This is an optimization exercise on Yosys and OpenROAD, whose aim is small area and a short achievable clock period, not a production implementation.
Only simulation tests tie the RTL to the original design; equivalence was not proved.

===== flow/config.mk =====
export PLATFORM = sky130hd
export DESIGN_NAME = cmp_blend
export DESIGN_NICKNAME = cmp_blend
export VERILOG_FILES = /design/flow/design.v
export SDC_FILE = /design/flow/constraint.sdc
export NUM_CORES = 4
export LEC_CHECK = 0
export CAP_MARGIN = 20
export CORE_MARGIN = 2
export CORE_UTILIZATION = 40
export SLEW_MARGIN = 20

===== flow/constraint.sdc =====
create_clock -name core_clock -period 125.0 [get_ports {clk}]
set_input_delay 25.0000 -clock core_clock [delete_from_list [all_inputs] [get_ports {clk}]]
set_output_delay 25.0000 -clock core_clock [all_outputs]
set_load 0.01 [all_outputs]

===== flow/design.v =====
module f16_rnd_r #(
    parameter W  = 22,
    parameter SW = 5
) (
    input  wire          sign,
    input  wire [W-1:0]  p,
    input  wire [SW-1:0] sh,
    input  wire [5:0]    e0,
    input  wire          zero,
    output wire [15:0]   y,
    output wire          ovf
);
    wire [W:0]  pe   = {p, 1'b0};
    wire [W:0]  q    = pe >> sh;                    
    wire [W:0]  mask = ~({(W+1){1'b1}} << sh);
    wire        st   = |(pe & mask);
    wire [10:0] n    = q[11:1];
    wire        inc  = q[0] & (st | n[0]);
    wire [16:0] pat  = {1'b0, e0, 10'd0} + {6'd0, n} + {16'd0, inc};
    assign ovf = ~zero & (pat >= 17'h07C00);
    assign y   = zero ? {sign, 15'd0} : ovf ? {sign, 15'h7BFF} : {sign, pat[14:0]};
endmodule
module f16_rnd_l (
    input  wire        sign,
    input  wire [14:0] sn,
    input  wire [4:0]  e0,
    input  wire        zero,
    output wire [15:0] y,
    output wire        ovf
);
    wire [10:0] n   = sn[14:4];
    wire        inc = sn[3] & ((|sn[2:0]) | n[0]);
    wire [15:0] pat = {1'b0, e0, 10'd0} + {5'd0, n} + {15'd0, inc};
    assign ovf = ~zero & (pat >= 16'h7C00);
    assign y   = zero ? {sign, 15'd0} : ovf ? {sign, 15'h7BFF} : {sign, pat[14:0]};
endmodule
module f16_umul #(
    parameter NA = 11,
    parameter NB = 11
) (
    input  wire [NA-1:0]    a,
    input  wire [NB-1:0]    b,
    output wire [NA+NB-1:0] p
);
    wire [NA-1:0] s [0:NB-1];
    wire [NA-1:0] c [0:NB-1];
    assign s[0] = a & {NA{b[0]}};
    assign c[0] = {NA{1'b0}};
    assign p[0] = s[0][0];
    genvar i, j;
    generate
        for (i = 1; i < NB; i = i + 1) begin : row
            for (j = 0; j < NA; j = j + 1) begin : col
                wire x = a[j] & b[i];
                wire y = (j == NA - 1) ? 1'b0 : s[i-1][j+1];
                wire z = c[i-1][j];
                assign s[i][j] = x ^ y ^ z;
                assign c[i][j] = (x & y) | (x & z) | (y & z);
            end
            assign p[i] = s[i][0];
        end
    endgenerate
    wire [NA:0] cr;
    assign cr[0] = 1'b0;
    generate
        for (j = 0; j < NA; j = j + 1) begin : fin
            wire y = (j == NA - 1) ? 1'b0 : s[NB-1][j+1];
            wire z = c[NB-1][j];
            assign p[NB+j]  = y ^ z ^ cr[j];
            assign cr[j+1] = (y & z) | (y & cr[j]) | (z & cr[j]);
        end
    endgenerate
endmodule
module f16_lead #(
    parameter W  = 22,
    parameter LW = 5
) (
    input  wire [W-1:0]  v,
    output reg  [LW-1:0] l
);
    integer i;
    always @* begin
        l = {LW{1'b0}};
        for (i = 0; i < W; i = i + 1)
            if (v[i]) l = i;
    end
endmodule
module f16_mul (
    input  wire [15:0] a,
    input  wire [15:0] b,
    output wire [15:0] y,
    output wire        ovf
);
    wire        za = a[14:10] == 5'd0;
    wire        zb = b[14:10] == 5'd0;
    wire [4:0]  ea = {a[14:11], a[10] | za};
    wire [4:0]  eb = {b[14:11], b[10] | zb};
    wire [10:0] ma = {~za, a[9:0]};
    wire [10:0] mb = {~zb, b[9:0]};
    wire        zero = (a[14:0] == 15'd0) | (b[14:0] == 15'd0);
    wire [21:0] p;
    f16_umul #(.NA(11), .NB(11)) u_mul (.a(ma), .b(mb), .p(p));
    wire [4:0] l;
    f16_lead #(.W(22), .LW(5)) u_lead (.v(p), .l(l));
    wire signed [7:0] e0r = $signed({3'd0, l}) + $signed({3'd0, ea}) + $signed({3'd0, eb}) - 8'sd36;
    wire        sub = e0r[7];
    wire [5:0]  sh  = sub ? (6'd26 - {1'b0, ea} - {1'b0, eb}) : ({1'b0, l} - 6'd10);
    wire [5:0]  e0  = sub ? 6'd0 : e0r[5:0];
    f16_rnd_r #(.W(22), .SW(5)) u_rnd (
        .sign(a[15] ^ b[15]), .p(p), .sh(sh[4:0]), .e0(e0), .zero(zero),
        .y(y), .ovf(ovf)
    );
endmodule
module f16_mulk (
    input  wire [15:0] g,
    input  wire [8:0]  k,
    output wire [15:0] y
);
    wire        zg   = g[14:10] == 5'd0;
    wire [4:0]  eg   = {g[14:11], g[10] | zg};
    wire [10:0] mg   = {~zg, g[9:0]};
    wire        zero = (g[14:0] == 15'd0) | (k[7:0] == 8'd0);
    wire [18:0] p;
    f16_umul #(.NA(11), .NB(8)) u_mul (.a(mg), .b(k[7:0]), .p(p));
    wire [4:0] l;
    f16_lead #(.W(19), .LW(5)) u_lead (.v(p), .l(l));
    wire signed [6:0] e0r = $signed({2'd0, l}) + $signed({2'd0, eg}) - 7'sd19;
    wire        sub = e0r[6];
    wire [4:0]  sh  = sub ? (5'd9 - eg) : (l - 5'd10);
    wire [5:0]  e0  = sub ? 6'd0 : e0r[5:0];
    wire [15:0] yr;
    wire        ovf_unused;
    f16_rnd_r #(.W(19), .SW(4)) u_rnd (
        .sign(g[15]), .p(p), .sh(sh[3:0]), .e0(e0), .zero(zero),
        .y(yr), .ovf(ovf_unused)
    );
    assign y = k[8] ? g : yr;
endmodule
module f16_add (
    input  wire [15:0] a,
    input  wire [15:0] b,
    output wire [15:0] y,
    output wire        ovf
);
    wire        swap = b[14:0] > a[14:0];
    wire [15:0] big  = swap ? b : a;
    wire [15:0] sml  = swap ? a : b;
    wire        zg = big[14:10] == 5'd0;
    wire        zs = sml[14:10] == 5'd0;
    wire [4:0]  eg = {big[14:11], big[10] | zg};
    wire [4:0]  es = {sml[14:11], sml[10] | zs};
    wire [10:0] mg = {~zg, big[9:0]};
    wire [10:0] ms = {~zs, sml[9:0]};
    wire [4:0]  d     = eg - es;
    wire [3:0]  dc    = (d > 5'd14) ? 4'd15 : d[3:0];
    wire [13:0] ms_x  = {ms, 3'b000};
    wire [13:0] ms_sh = ms_x >> dc;
    wire        stk   = |(ms_x & ~({14{1'b1}} << dc));
    wire [14:0] al    = {1'b0, ms_sh[13:1], ms_sh[0] | stk};
    wire [14:0] mg_x  = {1'b0, mg, 3'b000};
    wire        sb   = big[15] ^ sml[15];
    wire [14:0] sum  = sb ? (mg_x - al) : (mg_x + al);
    wire        zsum = sum == 15'd0;
    wire        sgn  = zsum ? (a[15] & b[15]) : big[15];
    wire [3:0] l;
    f16_lead #(.W(15), .LW(4)) u_lead (.v(sum), .l(l));
    wire [3:0]  lz = 4'd14 - l;
    wire [3:0]  t  = ({1'b0, lz} > eg) ? eg[3:0] : lz;
    wire [14:0] sn = sum << t;
    wire [4:0]  e0 = eg - {1'b0, t};
    f16_rnd_l u_rnd (.sign(sgn), .sn(sn), .e0(e0), .zero(zsum), .y(y), .ovf(ovf));
endmodule
module cmp_dkey (
    input  wire [15:0] v0,
    input  wire [15:0] v1,
    input  wire [15:0] v2,
    input  wire [15:0] lo0,
    input  wire [15:0] lo1,
    input  wire [15:0] lo2,
    input  wire [15:0] hi0,
    input  wire [15:0] hi1,
    input  wire [15:0] hi2,
    input  wire [2:0]  use_c,
    input  wire        invert,
    input  wire [15:0] key_soft,
    output wire [8:0]  k
);
    function [15:0] key_dist;
        input [15:0] v, lo, hi;
        begin
            if (v < lo)
                key_dist = lo - v;
            else if (v > hi)
                key_dist = v - hi;
            else
                key_dist = 16'd0;
        end
    endfunction
    wire [15:0] d0 = use_c[0] ? key_dist(v0, lo0, hi0) : 16'd0;
    wire [15:0] d1 = use_c[1] ? key_dist(v1, lo1, hi1) : 16'd0;
    wire [15:0] d2 = use_c[2] ? key_dist(v2, lo2, hi2) : 16'd0;
    wire [15:0] d01  = (d1 > d0) ? d1 : d0;
    wire [15:0] dmax = (d2 > d01) ? d2 : d01;
    wire [15:0] rem [0:8];
    wire [7:0]  q;
    assign rem[0] = key_soft - dmax;
    genvar i;
    generate
        for (i = 0; i < 8; i = i + 1) begin : div
            wire [16:0] r2   = {rem[i], 1'b0};
            wire [17:0] diff = {1'b0, r2} - {2'b00, key_soft};
            assign q[7-i]    = ~diff[17];
            assign rem[i+1]  = diff[17] ? r2[15:0] : diff[15:0];
        end
    endgenerate
    wire       dz = dmax == 16'd0;
    wire       ge = dmax >= key_soft;
    wire [8:0] m  = dz ? 9'd256 : ge ? 9'd0 : {1'b0, q};
    assign k = (use_c == 3'b000) ? 9'd256 : invert ? (9'd256 - m) : m;
endmodule
module cmp_blend (
    input  wire        clk,
    input  wire        rst,
    input  wire        in_valid,
    input  wire [15:0] in_d_r,      
    input  wire [15:0] in_d_g,
    input  wire [15:0] in_d_b,
    input  wire [15:0] in_d_a,
    input  wire [15:0] in_c_r,      
    input  wire [15:0] in_c_g,
    input  wire [15:0] in_c_b,
    input  wire [15:0] in_apx,      
    input  wire [15:0] in_ga,       
    input  wire [15:0] in_ks,       
    input  wire        in_premul,   
    input  wire [15:0] in_key_lo0,  
    input  wire [15:0] in_key_lo1,
    input  wire [15:0] in_key_lo2,
    input  wire [15:0] in_key_hi0,
    input  wire [15:0] in_key_hi1,
    input  wire [15:0] in_key_hi2,
    input  wire [2:0]  in_key_use,
    input  wire        in_key_inv,
    input  wire [15:0] in_key_soft,
    output reg         out_valid,
    output reg  [15:0] out_d_r,     
    output reg  [15:0] out_d_g,
    output reg  [15:0] out_d_b,
    output reg  [15:0] out_d_a,
    output reg  [3:0]  out_sat      
);
    localparam [15:0] ONE = 16'h3C00;
    reg        v0_q;
    reg [15:0] d_r, d_g, d_b, d_a, c_r, c_g, c_b, apx, ga, ks;
    reg        premul;
    reg [15:0] lo0, lo1, lo2, hi0, hi1, hi2, key_soft;
    reg [2:0]  use_c;
    reg        inv;
    always @(posedge clk) begin
        if (rst)
            v0_q <= 1'b0;
        else
            v0_q <= in_valid;
        d_r    <= in_d_r;
        d_g    <= in_d_g;
        d_b    <= in_d_b;
        d_a    <= in_d_a;
        c_r    <= in_c_r;
        c_g    <= in_c_g;
        c_b    <= in_c_b;
        apx    <= in_apx;
        ga     <= in_ga;
        ks     <= in_ks;
        premul <= in_premul;
        lo0    <= in_key_lo0;
        lo1    <= in_key_lo1;
        lo2    <= in_key_lo2;
        hi0    <= in_key_hi0;
        hi1    <= in_key_hi1;
        hi2    <= in_key_hi2;
        use_c  <= in_key_use;
        inv    <= in_key_inv;
        key_soft <= in_key_soft;
    end
    wire [8:0] k;
    cmp_dkey u_dkey (
        .v0(d_r), .v1(d_g), .v2(d_b),
        .lo0(lo0), .lo1(lo1), .lo2(lo2),
        .hi0(hi0), .hi1(hi1), .hi2(hi2),
        .use_c(use_c), .invert(inv), .key_soft(key_soft),
        .k(k)
    );
    wire [15:0] gks;
    wire        ov_gks;
    f16_mul u_gks (.a(ga), .b(ks), .y(gks), .ovf(ov_gks));
    reg        v1_q;
    reg [15:0] d1_r, d1_g, d1_b, d1_a, c1_r, c1_g, c1_b, apx1, gks1;
    reg [8:0]  k1;
    reg        premul1, sat1;
    always @(posedge clk) begin
        if (rst)
            v1_q <= 1'b0;
        else
            v1_q <= v0_q;
        d1_r <= d_r; d1_g <= d_g; d1_b <= d_b; d1_a <= d_a;
        c1_r <= c_r; c1_g <= c_g; c1_b <= c_b;
        apx1 <= apx; gks1 <= gks; k1 <= k;
        premul1 <= premul; sat1 <= ov_gks;
    end
    wire [15:0] f, a, r;
    wire        ov_a, ov_r;
    f16_mulk u_f (.g(gks1), .k(k1), .y(f));
    f16_mul  u_a (.a(apx1), .b(f), .y(a), .ovf(ov_a));
    f16_add  u_r (.a(ONE), .b({~a[15], a[14:0]}), .y(r), .ovf(ov_r));
    reg        v2_q;
    reg [15:0] d2_r, d2_g, d2_b, d2_a, c2_r, c2_g, c2_b, a2, s2, r2;
    reg [1:0]  sat2;
    always @(posedge clk) begin
        if (rst)
            v2_q <= 1'b0;
        else
            v2_q <= v1_q;
        d2_r <= d1_r; d2_g <= d1_g; d2_b <= d1_b; d2_a <= d1_a;
        c2_r <= c1_r; c2_g <= c1_g; c2_b <= c1_b;
        a2 <= a; s2 <= premul1 ? f : a; r2 <= r;
        sat2 <= {1'b0, sat1} + {1'b0, ov_a} + {1'b0, ov_r};
    end
    wire [15:0] p_r, p_g, p_b, t_r, t_g, t_b, t_a, n_r, n_g, n_b, n_a;
    wire [10:0] ov;
    f16_mul u_pr (.a(c2_r), .b(s2), .y(p_r), .ovf(ov[0]));
    f16_mul u_pg (.a(c2_g), .b(s2), .y(p_g), .ovf(ov[1]));
    f16_mul u_pb (.a(c2_b), .b(s2), .y(p_b), .ovf(ov[2]));
    f16_mul u_tr (.a(d2_r), .b(r2), .y(t_r), .ovf(ov[3]));
    f16_mul u_tg (.a(d2_g), .b(r2), .y(t_g), .ovf(ov[4]));
    f16_mul u_tb (.a(d2_b), .b(r2), .y(t_b), .ovf(ov[5]));
    f16_mul u_ta (.a(d2_a), .b(r2), .y(t_a), .ovf(ov[6]));
    f16_add u_nr (.a(p_r), .b(t_r), .y(n_r), .ovf(ov[7]));
    f16_add u_ng (.a(p_g), .b(t_g), .y(n_g), .ovf(ov[8]));
    f16_add u_nb (.a(p_b), .b(t_b), .y(n_b), .ovf(ov[9]));
    f16_add u_na (.a(a2),  .b(t_a), .y(n_a), .ovf(ov[10]));
    integer j;
    reg [3:0] nsat;
    always @* begin
        nsat = {2'd0, sat2};
        for (j = 0; j < 11; j = j + 1)
            nsat = nsat + {3'd0, ov[j]};
    end
    always @(posedge clk) begin
        if (rst)
            out_valid <= 1'b0;
        else
            out_valid <= v2_q;
        out_d_r <= n_r;
        out_d_g <= n_g;
        out_d_b <= n_b;
        out_d_a <= n_a;
        out_sat <= nsat;
    end
endmodule

===== flow/run.sh =====
#!/bin/bash
# synth_recipe.tcl (not shown) runs the flow's synth.tcl, then flattens the netlist and writes it again
# the make line also repeats each setting of config.mk as NAME=value (left out here)
make -C /OpenROAD-flow-scripts/flow DESIGN_CONFIG=/design/flow/config.mk WORK_HOME=/design/flow/orfs CLKGATE_MAP_FILE= SYNTH_SCRIPT=/design/flow/synth_recipe.tcl finish

==> run summary <==
worst max path at each step:
stage | slack [ns] | cells after the start | endpoint
6_report | 79.11 | 155 | r2[9]$_SDFF_PP0_
5_1_grt | 75.87 | 155 | r2[9]$_SDFF_PP0_
4_1_cts | 79.45 | 156 | r2[9]$_SDFF_PP0_
3_5_place_dp | 79.59 | 156 | r2[9]$_SDFF_PP0_
3_3_place_gp | 80.08 | 156 | r2[9]$_SDFF_PP0_
2_1_floorplan | 86.10 | 166 | sat2[0]$_DFF_P_
Yosys cell counts, types with 123 or more instances:
| cell | number |
|---|---|
| a211oi_1 | 178 |
| a21o_1 | 281 |
| a21oi_1 | 891 |
| a31oi_1 | 153 |
| and2_1 | 993 |
| and3_1 | 123 |
| clkbuf_1 | 676 |
| dfxtp_1 | 666 |
| fa_1 | 1013 |
| ha_1 | 857 |
| inv_1 | 1438 |
| mux2i_1 | 374 |
| nand2_1 | 1312 |
| nand2b_1 | 139 |
| nand3_1 | 377 |
| nand4_1 | 167 |
| nor2_1 | 1065 |
| nor3_1 | 337 |
| nor4_1 | 140 |
| o211ai_1 | 161 |
| o21a_1 | 191 |
| o21ai_0 | 723 |
| o31ai_1 | 126 |
| xnor2_1 | 303 |
| xor2_1 | 189 |
metrics by stage:
step	util (%)
after floorplan	-
after global placement	42.5
after detailed placement	42.5
after CTS	43.5
after global routing	43.6
final	43.6
worst max-delay path, delay by kind of cell, from the launching register on:
family | cells | cell delay (ns)
xor gates and xnor gates | 3 | 0.86
DFF | 1 | 0.30
adders and majority gates | 48 | 19.36
muxes | 7 | 1.69
AOI/OAI and AO/OA | 45 | 11.58
and+or+nand+nor | 33 | 9.07
buffers and inverters | 19 | 2.83
area by class of cell:
cell class                 instances  area (um2)
fill                           29600      163000
multi-input combinational      12000       94100
sequential                       666       13300
inverter                        1458        5470
timing repair buffer             544        4950
tap                             3781        4730
clock buffer                     104        2340
clock inverter                    48         592
antenna                           72         180
metal layers:
layer	GRT usage, %	vias to the layer above
met5	0	-
met4	10.7	10
met3	3.33	624
met2	40.9	3859
met1	35.4	53000
li1	-	52200
cell families after synthesis:
group	Yosys count	share of synthesized area, %
and+or+nand+nor	5182	22.6
AOI/OAI and AO/OA	3911	22.9
buffers and inverters	2280	7.67
adders and majority gates	1874	26.7
DFF	666	11.5
muxes	517	4.93
xor gates and xnor gates	492	3.71
other	1	0.00323
==> impl_metrics.env <==
export IMPL_status="timing/DRC/antenna clean"
export IMPL_final_area_um2=126000
export IMPL_fin_ws_ns=79.11
export IMPL_setup_viol=0
export IMPL_antenna_found_initial=28
export IMPL_min_path_cells=0
export IMPL_via_per_inst=5.88
export IMPL_slew_headroom_pct=12.1
export IMPL_cts_buffers=86
export IMPL_worst_hold_slack_ns=0.310
export IMPL_rsz0062_at_grt="false"
export IMPL_worstPathRequired_ns=125.75
export IMPL_cp_common_cell="fa_1"
export IMPL_synth_ff_type="dfxtp_1"
export IMPL_placed_area_um2=123000
export IMPL_r2r_start="gks1[11]$_SDFF_PP0_"
export IMPL_tritoncts="done"
export IMPL_skew_ns=0.0860
export IMPL_yosys_warnings=7
export IMPL_cts_root_buf="clkbuf_16"
export IMPL_wl_met3_mm=26.0
export IMPL_dp_hpwl_mm=313
export IMPL_clkTransAtPathRegs_ns=0.07
export IMPL_cp_data_arrival_time_ns=46.64
export IMPL_reg2reg_depth=155
export IMPL_area_growth_synth_to_final_pct=8.22
export IMPL_layout_commonest_cell="inv_1"
export IMPL_min_path_type="flop to flop"
export IMPL_post_place_cells=18400
export IMPL_yosysTopAreaCell="fa_1"
export IMPL_rrSetupSlack_ns=79.11
export IMPL_ys_seq_area_share_pct=11.5
export IMPL_final_max_slew_viol_count=0
export IMPL_hold_buffers=0
export IMPL_die_y_um=543
export IMPL_crit_path_max_incr_delay_ns=0.79
export IMPL_drive_gt1_share_pct=5.30
export IMPL_preCtsSetupSlack_ns=79.59
export IMPL_synth_seq_cells=666
export IMPL_grtUsageTotal_pct=25.9
export IMPL_grt_pass1_vias=105000
export IMPL_hold_viol_final=0
export IMPL_netlist_instances=14900
export IMPL_final_cell_mix="1438 x inv_1, 1312 x nand2_1, 1063 x nor2_1, 1013 x fa_1, 993 x and2_1"
export IMPL_gp_congestion=0.979
export IMPL_synth_edf_count=0
export IMPL_post_cts_resized=0
export IMPL_synth_top_cell_area_share_pct=17.5
export IMPL_critPathKind="flop to flop"
export IMPL_path_max_fanout=27
export IMPL_antenna_left=0
export IMPL_fin_tns_setup_ns=0
export IMPL_start_util_pct=40.3
export IMPL_dieWidth_um=543
export IMPL_end_kind="flop"
export IMPL_drv_cap=0
export IMPL_nets=16900
export IMPL_synth_area_um2=116000
export IMPL_synth_distinct_cells=152
export IMPL_first_pass_iters=7
export IMPL_wl_per_cell_um=21.0
export IMPL_min_delay_start="d_a[15]$_DFF_P_"
export IMPL_clock_sinks=666
export IMPL_highest_layer="met5"
export IMPL_min_to="d1_a[15]$_DFF_P_"
export IMPL_die_area_um2=295000
export IMPL_postSynthAreaPerCell_um2=7.78
export IMPL_worstSetupStartpointType="flop"
export IMPL_grt_overflow=0
export IMPL_finalCriticalPeriod_ns=45.89
export IMPL_wl_met1_mm=174
export IMPL_crit_slowest_cell="or4b_1"
export IMPL_post_route_period_util_pct=36.7
export IMPL_num_rows=197
export IMPL_ios=349
export IMPL_routed_wl_mm=391
export IMPL_ys_top_cells_by_area="fa_1 17%, dfxtp_1 11%, ha_1 9.2%"
export IMPL_grt_pass1_wl_mm=612
export IMPL_insertion_delay_ns=0.85
export IMPL_postCtsSetupBuffers=0
export IMPL_cp_startpoint="gks1[11]$_SDFF_PP0_"
export IMPL_coreArea_um2=288000
export IMPL_async_reset_ff_share_pct=0
export IMPL_htree_levels=3
export IMPL_post_route_drc_count=0
export IMPL_fmax_mhz=21.8
export IMPL_route_met2_wl_mm=175
export IMPL_tightestPinTransition_ns=1.30
export IMPL_r2r_end="r2[9]$_SDFF_PP0_"
export IMPL_stdcell_count=18700
export IMPL_vias=110000
export IMPL_port_buffers=348
export IMPL_grt_start_max_net_pins=47
export IMPL_clockBufferDepth=4
export IMPL_drt_iter0_markers=10600

## port drivers added, routing unchanged
The results above use ideal ports. As a check the final layout listed here was re-extracted and re-timed, cells and wires unchanged.
Step 1, drivers: a clkbuf_16 drives clk and a buf_2 each remaining input, both assumed.
Step 2 adds t to the input delays and takes it off the output delays; t is the mean of the earliest and latest rising clock arrival at the registers after step 1. Input paths then give back, and output paths get back, about the clock's delay inside the block.
Three values: ideal ports, drivers, drivers and shift; two values: the first two.
t, ns: 0.901
setup slack, ns: 79.111 / 79.111 / 79.111
worst setup path at the end: register to register
worst register clock-pin slew, ns: 0.08 / 0.08
worst slew at a driven data input, ns: 0.11
After both steps setup and hold are still met in this run. For this run, drivers alone change the setup slack by 0.000 ns; drivers and shift together by 0.000 ns.
